From an optimization exercise on the open Yosys and OpenROAD flow, aimed at small area, a short achievable clock period and few clock cycles per item; shortcuts taken in it are not production practice. Function was checked by simulation only, so behaviour that the tests miss may differ from the original.

[design.v]
module brimet_fma (
    input  wire [31:0] a,
    input  wire [31:0] b,
    input  wire [31:0] c,
    output reg  [31:0] r,
    output reg         ovf
);
    wire        az = (a[30:23] == 8'd0);
    wire        bz = (b[30:23] == 8'd0);
    wire        cz = (c[30:23] == 8'd0);
    wire [23:0] ma = az ? 24'd0 : {1'b1, a[22:0]};
    wire [23:0] mb = bz ? 24'd0 : {1'b1, b[22:0]};
    wire [23:0] mc = cz ? 24'd0 : {1'b1, c[22:0]};
    wire        sp = a[31] ^ b[31];
    wire        sc = c[31];
    wire        pz = az | bz;
    wire [47:0] p = ma * mb;
    reg  [47:0] pm;
    reg  signed [11:0] pe;
    always @* begin
        if (p[47]) begin
            pm = p;
            pe = $signed({4'd0, a[30:23]}) + $signed({4'd0, b[30:23]}) - 12'sd126;
        end else begin
            pm = {p[46:0], 1'b0};
            pe = $signed({4'd0, a[30:23]}) + $signed({4'd0, b[30:23]}) - 12'sd127;
        end
    end
    wire [47:0] cm = {mc, 24'd0};
    wire signed [11:0] ce = $signed({4'd0, c[30:23]});
    wire        prod_big = !pz && (cz || pe >= ce);
    wire [47:0] big_m = prod_big ? pm : cm;
    wire [47:0] sml_m = prod_big ? cm : pm;
    wire signed [11:0] big_e = prod_big ? pe : ce;
    wire signed [11:0] sml_e = prod_big ? ce : pe;
    wire        big_s = prod_big ? sp : sc;
    wire        sml_s = prod_big ? sc : sp;
    wire        sub   = big_s ^ sml_s;
    wire signed [11:0] ediff = big_e - sml_e;
    wire [5:0]  shamt = (ediff > 12'sd63) ? 6'd63 : (ediff < 12'sd0) ? 6'd0 : ediff[5:0];
    wire [50:0] big_w = {big_m, 3'b000};
    wire [113:0] sml_ext = {sml_m, 3'b000, 63'd0} >> shamt;
    wire [50:0] sml_w = {sml_ext[113:64], sml_ext[63] | (|sml_ext[62:0])};
    wire [51:0] sum = sub ? ({1'b0, big_w} - {1'b0, sml_w}) : ({1'b0, big_w} + {1'b0, sml_w});
    wire        neg = sub & sum[51];
    wire [51:0] mag = neg ? (~sum + 52'd1) : sum;
    wire        rsign = big_s ^ neg;
    reg  [5:0] lz;
    integer i;
    always @* begin
        lz = 6'd52;
        for (i = 0; i < 52; i = i + 1)
            if (mag[i]) lz = 6'd51 - i[5:0];
    end
    wire [51:0] norm = mag << lz;
    wire signed [11:0] te = big_e + 12'sd1 - $signed({6'd0, lz});
    wire [23:0] m24 = norm[51:28];
    wire        g24 = norm[27];
    wire        s24 = |norm[26:0];
    wire        i24 = g24 & (s24 | m24[0]);
    wire [24:0] r25 = {1'b0, m24} + {24'd0, i24};
    wire [22:0] m23 = norm[51:29];
    wire        g23 = norm[28];
    wire        s23 = |norm[27:0];
    wire        i23 = g23 & (s23 | m23[0]);
    reg signed [11:0] fe;
    always @* begin
        ovf = 1'b0;
        fe  = 12'sd0;
        if (mag == 52'd0) begin
            r = {(pz & cz) ? (sp & sc) : 1'b0, 31'd0};
        end else if (te >= 12'sd1) begin
            fe = r25[24] ? te + 12'sd1 : te;
            if (fe >= 12'sd255) begin
                ovf = 1'b1;
                r   = 32'h7FC0_0000;
            end else begin
                r = {rsign, fe[7:0], r25[24] ? 23'd0 : r25[22:0]};
            end
        end else if (te == 12'sd0 && (&m23) && i23) begin
            r = {rsign, 8'd1, 23'd0};
        end else begin
            r = {rsign, 31'd0};
        end
    end
endmodule
module brimet_alu (
    input  wire        clk,
    input  wire        rst,
    input  wire        in_valid,
    input  wire [7:0]  in_op,
    input  wire [13:0] in_imm,
    input  wire [31:0] in_a,
    input  wire [7:0]  in_aq,
    input  wire [31:0] in_b,
    input  wire [7:0]  in_bq,
    input  wire [31:0] in_d,
    input  wire [7:0]  in_dq,
    output reg         out_valid,
    output reg  [31:0] out_val,
    output reg  [7:0]  out_q
);
    localparam [7:0] OP_ADD   = 8'h06;
    localparam [7:0] OP_SUB   = 8'h07;
    localparam [7:0] OP_MUL   = 8'h08;
    localparam [7:0] OP_MAC   = 8'h09;
    localparam [7:0] OP_MIN   = 8'h0B;
    localparam [7:0] OP_MAX   = 8'h0C;
    localparam [7:0] OP_ABS   = 8'h0D;
    localparam [7:0] OP_CLAMP = 8'h0E;
    localparam [7:0] OP_SEL   = 8'h10;
    localparam [7:0] OP_QUAL  = 8'h1D;
    localparam [31:0] QNAN      = 32'h7FC0_0000;
    localparam [7:0]  Q_GOOD    = 8'hC0;
    localparam [7:0]  Q_UNCERT  = 8'h40;
    localparam [7:0]  Q_OVERRNG = 8'h03;
    function [1:0] qclass;
        input [7:0] q;
        begin
            qclass = (q[7:6] == 2'b11) ? 2'd3 : (q[7:6] == 2'b01) ? 2'd1 : 2'd0;
        end
    endfunction
    function [7:0] worse;
        input [7:0] q1;
        input [7:0] q2;
        begin
            if (qclass(q1) == 2'd0 && qclass(q2) == 2'd0)
                worse = q1;
            else if (qclass(q1) <= qclass(q2))
                worse = q1;
            else
                worse = q2;
        end
    endfunction
    function is_nan;
        input [31:0] v;
        begin
            is_nan = (v[30:23] == 8'hFF) && (v[22:0] != 23'd0);
        end
    endfunction
    function finite;
        input [31:0] v;
        begin
            finite = (v[30:23] != 8'hFF);
        end
    endfunction
    function [31:0] flush;
        input [31:0] v;
        begin
            flush = (v[30:23] == 8'd0) ? {v[31], 31'd0} : v;
        end
    endfunction
    function ge_half;
        input [31:0] v;
        begin
            ge_half = !v[31] && !is_nan(v) && (v[30:0] >= 31'h3F00_0000);
        end
    endfunction
    function [31:0] fkey;
        input [31:0] v;
        begin
            fkey = v[31] ? ~v : {1'b1, v[30:0]};
        end
    endfunction
    function [31:0] fmin;
        input [31:0] x;
        input [31:0] y;
        begin
            fmin = (fkey(x) <= fkey(y)) ? x : y;
        end
    endfunction
    function [31:0] fmax;
        input [31:0] x;
        input [31:0] y;
        begin
            fmax = (fkey(x) >= fkey(y)) ? x : y;
        end
    endfunction
    wire [31:0] fa = flush(in_a);
    wire [31:0] fb = flush(in_b);
    wire [31:0] fd = flush(in_d);
    reg  [31:0] fma_a, fma_b, fma_c;
    always @* begin
        case (in_op)
            OP_ADD:  begin fma_a = fa; fma_b = 32'h3F80_0000; fma_c = fb; end
            OP_SUB:  begin fma_a = fa; fma_b = 32'h3F80_0000; fma_c = {~fb[31], fb[30:0]}; end
            OP_MUL:  begin fma_a = fa; fma_b = fb;            fma_c = 32'h8000_0000; end
            default: begin fma_a = fa; fma_b = fb;            fma_c = fd; end
        endcase
    end
    wire [31:0] fma_r;
    wire        fma_ovf;
    brimet_fma u_fma (
        .a  (fma_a),
        .b  (fma_b),
        .c  (fma_c),
        .r  (fma_r),
        .ovf(fma_ovf)
    );
    reg [31:0] res_v;
    reg [7:0]  res_q;
    reg        bad;
    reg [31:0] t;
    reg [31:0] sel_v;
    always @* begin
        res_v = 32'd0;
        res_q = Q_GOOD;
        bad   = 1'b0;
        t     = 32'd0;
        sel_v = 32'd0;
        case (in_op)
            OP_ADD, OP_SUB, OP_MUL: begin
                res_v = fma_r;
                res_q = worse(in_aq, in_bq);
                bad   = !finite(in_a) || !finite(in_b) || fma_ovf;
            end
            OP_MAC: begin
                res_v = fma_r;
                res_q = worse(worse(in_aq, in_bq), in_dq);
                bad   = !finite(in_a) || !finite(in_b) || !finite(in_d) || fma_ovf;
            end
            OP_MIN: begin
                res_v = fmin(fa, fb);
                res_q = worse(in_aq, in_bq);
                bad   = is_nan(in_a) || is_nan(in_b) || !finite(res_v);
            end
            OP_MAX: begin
                res_v = fmax(fa, fb);
                res_q = worse(in_aq, in_bq);
                bad   = is_nan(in_a) || is_nan(in_b) || !finite(res_v);
            end
            OP_ABS: begin
                res_v = {1'b0, fa[30:0]};
                res_q = in_aq;
                bad   = !finite(in_a);
            end
            OP_CLAMP: begin
                t     = fmax(fd, fa);
                res_v = fmin(t, fb);
                res_q = worse(worse(in_dq, in_aq), in_bq);
                bad   = is_nan(in_d) || is_nan(in_a) || is_nan(in_b) ||
                        !finite(t) || !finite(res_v);
            end
            OP_SEL: begin
                if (ge_half(in_d)) begin
                    sel_v = in_a;
                    res_q = worse(in_dq, in_aq);
                end else begin
                    sel_v = in_b;
                    res_q = worse(in_dq, in_bq);
                end
                res_v = sel_v;
                bad   = !finite(sel_v);
            end
            OP_QUAL: begin
                res_v = in_d;
                case (in_imm[2:0])
                    3'd0: res_q = worse(in_aq, in_bq);
                    3'd1: res_q = in_aq;
                    3'd2: res_q = (in_dq == Q_GOOD && in_aq != Q_GOOD) ? Q_UNCERT : in_dq;
                    default: res_q = ge_half(in_a) ? {2'b00, in_imm[13:8]} : in_dq;
                endcase
            end
            default: begin
                res_v = 32'd0;
                res_q = Q_GOOD;
            end
        endcase
        if (bad) begin
            res_v = QNAN;
            res_q = Q_OVERRNG;
        end
    end
    always @(posedge clk) begin
        if (rst)
            out_valid <= 1'b0;
        else
            out_valid <= in_valid;
        out_val <= res_v;
        out_q   <= res_q;
    end
endmodule
[run.sh]
#!/bin/bash
# synth_recipe.tcl (not shown) runs the flow's synth.tcl, then flattens the netlist and writes it again
# the make line also repeats each setting of config.mk as NAME=value (left out here)
make -C /OpenROAD-flow-scripts/flow DESIGN_CONFIG=/design/flow/config.mk WORK_HOME=/design/flow/orfs CLKGATE_MAP_FILE= SYNTH_SCRIPT=/design/flow/synth_recipe.tcl finish
[config.mk]
export PLATFORM = sky130hd
export DESIGN_NAME = brimet_alu
export DESIGN_NICKNAME = brimet_alu
export VERILOG_FILES = /design/flow/design.v
export SDC_FILE = /design/flow/constraint.sdc
export NUM_CORES = 4
export LEC_CHECK = 0
export CAP_MARGIN = 20
export CORE_MARGIN = 2
export CORE_UTILIZATION = 40
export SETUP_SLACK_MARGIN = 1.0
export SLEW_MARGIN = 20
[constraint.sdc]
create_clock -name core_clock -period 36.0 [get_ports {clk}]
set_input_delay 7.2000 -clock core_clock [delete_from_list [all_inputs] [get_ports {clk}]]
set_output_delay 7.2000 -clock core_clock [all_outputs]
set_load 0.01 [all_outputs]
==> summary.md <==
| Metric | Value |
|---|---|
| Result of the run | complete, no violations |
| Overall overflow remaining after global route | 0 |
| Flip-flop and latch count after synthesis | 41 |
| Max Clk Rate | 0.0294 GHz |
| H-tree levels | 2 |
| Kind of end point of the critical path | register |
| Post-detailed-route via-to-cell ratio | 6.41 |
| Remaining antenna violation count | 0 |
| Critical path start-end classification | in -> reg |
| Most frequent cells in the layout | 884 x nand2_1, 758 x inv_1, 580 x nor2_1, 485 x fa_1, 426 x ha_1 |
| Syn_nets | 8,546 |
| Antenna cell count | 0 |
| Die boundary height | 369 um |
| Fin area | 58,600 um^2 |
| Clock slew at reported path FFs | 0.07 ns |
| Remaining routing DRC violations | 0 |
| Via count of the first global-routing pass | 56,400 |
| Number of max-slew violations in the final report | 0 |
| CTS Hold Buffers Added | 0 |
| TritonCTS Sinks | 41 |
| Pin count of the biggest net entering global routing | 70 |
| Mapped cell area | 53,200 um^2 |
| WL final | 250,000 um |
| Sequential area share after synthesis | 1.54% |
| Longest Clk Path Bufs | 2 |
| Post-DP HPWL | 199,000 um |
| Class of the tightest hold or removal check | in -> reg |
| Initial Utilization | 40.4% |
| Clock tree root buffer cell | clkbuf_16 |
| Most common cell after layout, fill and taps aside | nand2_1 |
| Data arrival at the endpoint of the critical path | 34.23 ns |
| CTS tree | yes |
| Most frequently used flop master after synthesis | dfxtp_1 |
| Synth area leaders | fa_1 18%, ha_1 10%, nand2_1 6.3% |
| Type of element launching the critical path | input port |
| Core Footprint | 132,000 um^2 |
| Die extent in x | 369 um |
| Synth Warn # | 2 |
| Syn Area/Cell | 7.11 um^2 |
| Final routed wire length divided by cell count | 26.9 um |
| Pre-Repair DR Iteration Count | 6 |
| Die area | 136,000 um^2 |
| Number of nets in the final layout | 8,574 |
| Layout overhead on the synthesized area | 10.1% |
| Slew Limit Headroom | 14.9% |
| Final setup violation count | 0 |
| Count of input and output buffers | 180 |
| Routability congestion estimate from global placement | 1.04 |
| Total cell area at the placement stage | 57,600 um^2 |
| RSZ-0062 raised after global routing | no |
| 1st-iter DRT viols | 7,838 |
| Transition at the pin with the smallest max-transition slack | 1.24 ns |
| Post-Route Setup TNS | 0 ns |
| Stage delay of the slowest cell on the critical path | 0.91 ns |
| Highest net fanout along the worst path | 24 |
| Routed via count | 59,500 |
| IO Count | 186 |
| Ratio of final minimum period to clock period | 94.6% |
| Global router's overall resource usage | 35.6% |
| Wire length of the first global-routing pass | 373,000 um |
| Share of the synthesized area in the top cell type | 18.2% |
| Initial antenna violation count | 4 |
| Fraction of layout instances using a drive strength above 1 | 8.55% |
| Slowest stage cell, crit path | nor3b_1 |
| Num rows | 133 |
| Most used cell, CP | buf_4 |
| Data required time of the worst path | 36.18 ns |
| Time the final worst path needs with I/O delays and setup | 34.05 ns |
| Number of library cell types mapped by synthesis | 135 |
| Post-synthesis async set-or-reset flop share | 0% |
| Final hold violations | 0 |
| Number of flops mapped to enable cells by yosys | 0 |
| CTS Buf Count | 5 |
| Gate count after technology mapping | 7,490 |
| Cell type with the highest aggregate area in the netlist | fa_1 |
| Count of max-cap constraint violations | 0 |
-- cell type report --
type | count | area, um^2
fill | 13800 | 73200
timing repair buffer | 490 | 4250
clock inverter | 1 | 7.51
inverter | 765 | 2880
multi-input combinational | 6215 | 48300
tap | 1755 | 2200
clock buffer | 6 | 139
sequential | 41 | 821
-- metal layers --
metal | up-vias | track usage (%) | wire length [um]
met5 | - | 0 | 13
met4 | 2 | 13.1 | 10800
met3 | 463 | 6.82 | 26900
met2 | 3477 | 52.6 | 104000
met1 | 29200 | 50.9 | 108000
li1 | 26400 | - | -
-- sequential cells by signal, summed over array words and instances, names as in the netlist --
register and cells:
out_val 32, out_q 8, out_valid 1
-- per-stage QoR --
step / cells / utilization, % / hold slack, ns / setup WS, ns
after floorplan: 7490 / - / 7.27 / 3.00
after global placement: 9228 / 43.7 / 7.74 / 0.562
after detailed placement: 9229 / 43.7 / 7.77 / 0.398
after CTS: 9237 / 43.9 / 7.43 / 0.993
after global routing: 9273 / 44.5 / 7.43 / 0.930
final: 9273 / 44.5 / 7.43 / 1.95
-- final timing paths --
path,start,to,slack [ns],cells past startpoint
setup / recovery,in_b[23],out_val[18],1.95,93
hold / removal,rst,out_valid,7.43,2
-- Yosys cell counts (27+ instances only) --
master	count
buf_1	58
nor3_1	180
o21ai_0	373
o211ai_1	128
dfxtp_1	41
mux2i_1	224
o2111ai_1	32
o22ai_1	76
a22oi_1	73
a31oi_1	64
nand2b_1	69
inv_1	758
xnor2_1	228
nor4_1	80
nor2b_1	55
o31a_1	27
a211oi_1	82
a21o_1	84
or2_2	44
o221ai_1	29
and2_1	305
or4_1	27
buf_2	59
nor2_1	599
nand2_1	889
nand3_1	225
or3_1	40
nand4_1	82
fa_1	485
o21a_1	45
and3_1	72
o31ai_1	47
mux2_2	44
ha_1	426
xor2_1	96
a21oi_1	407
clkbuf_1	328
o21bai_1	41
-- critical path, delay by kind of cell --
kind,cells,cell delay [ns]
AOI/OAI and AO/OA,34,9.21
adders and majority gates,11,4.86
and+or+nand+nor,26,7.13
xor gates and xnor gates,2,0.89
buffers and inverters,18,3.97
muxes,2,0.80
-- logic make-up after synthesis --
kind of cell             after synthesis  share of synthesized area (%)
AO/OA/AOI/OAI                       1920                           24.8
adder cells (fa/ha/maj)              911                           28.2
AND/OR/NAND/NOR                     2780                           25.4
buffers and inverters               1234                           9.07
multiplexers                         279                           5.55
XOR/XNOR                             325                           5.37
flip-flops                            41                           1.54
-- what timing repair did --
action	CTS	global route
endpoints found under the setup margin	29	40
pin swaps	1	12
setup buffers	1	35
resized for setup	8	102
cloned	0	1
Testbench counts, summed over its fixed seeds: cycles 48,008, ops 48,000.

==> afterwards: timing with drivers on the ports <==
The results above use ideal ports. As a check the final layout listed here was re-extracted and re-timed, cells and wires unchanged. Step 1 (the two cells are an assumption about what drives the block):
set clk [get_ports {clk}]
set_driving_cell -lib_cell sky130_fd_sc_hd__clkbuf_16 $clk
set_driving_cell -lib_cell sky130_fd_sc_hd__buf_2 [delete_from_list [all_inputs] $clk]
Step 2 moves the port delays by t, midway between the first and last clock arrival at a register: inputs arrive t later, outputs are due t later. That takes back most of the time a late clock gives input paths. a / b / c = no drivers / after step 1 / after step 2; a / b = the first two.
t, ns: 0.376
setup WS [ns]: 1.951 / 1.985 / 1.609
worst register clock-pin slew, ns: 0.08 / 0.08
After both steps this run still meets setup and hold. The setup slack of this run moves by +0.034 ns with the drivers and by -0.342 ns with both steps.
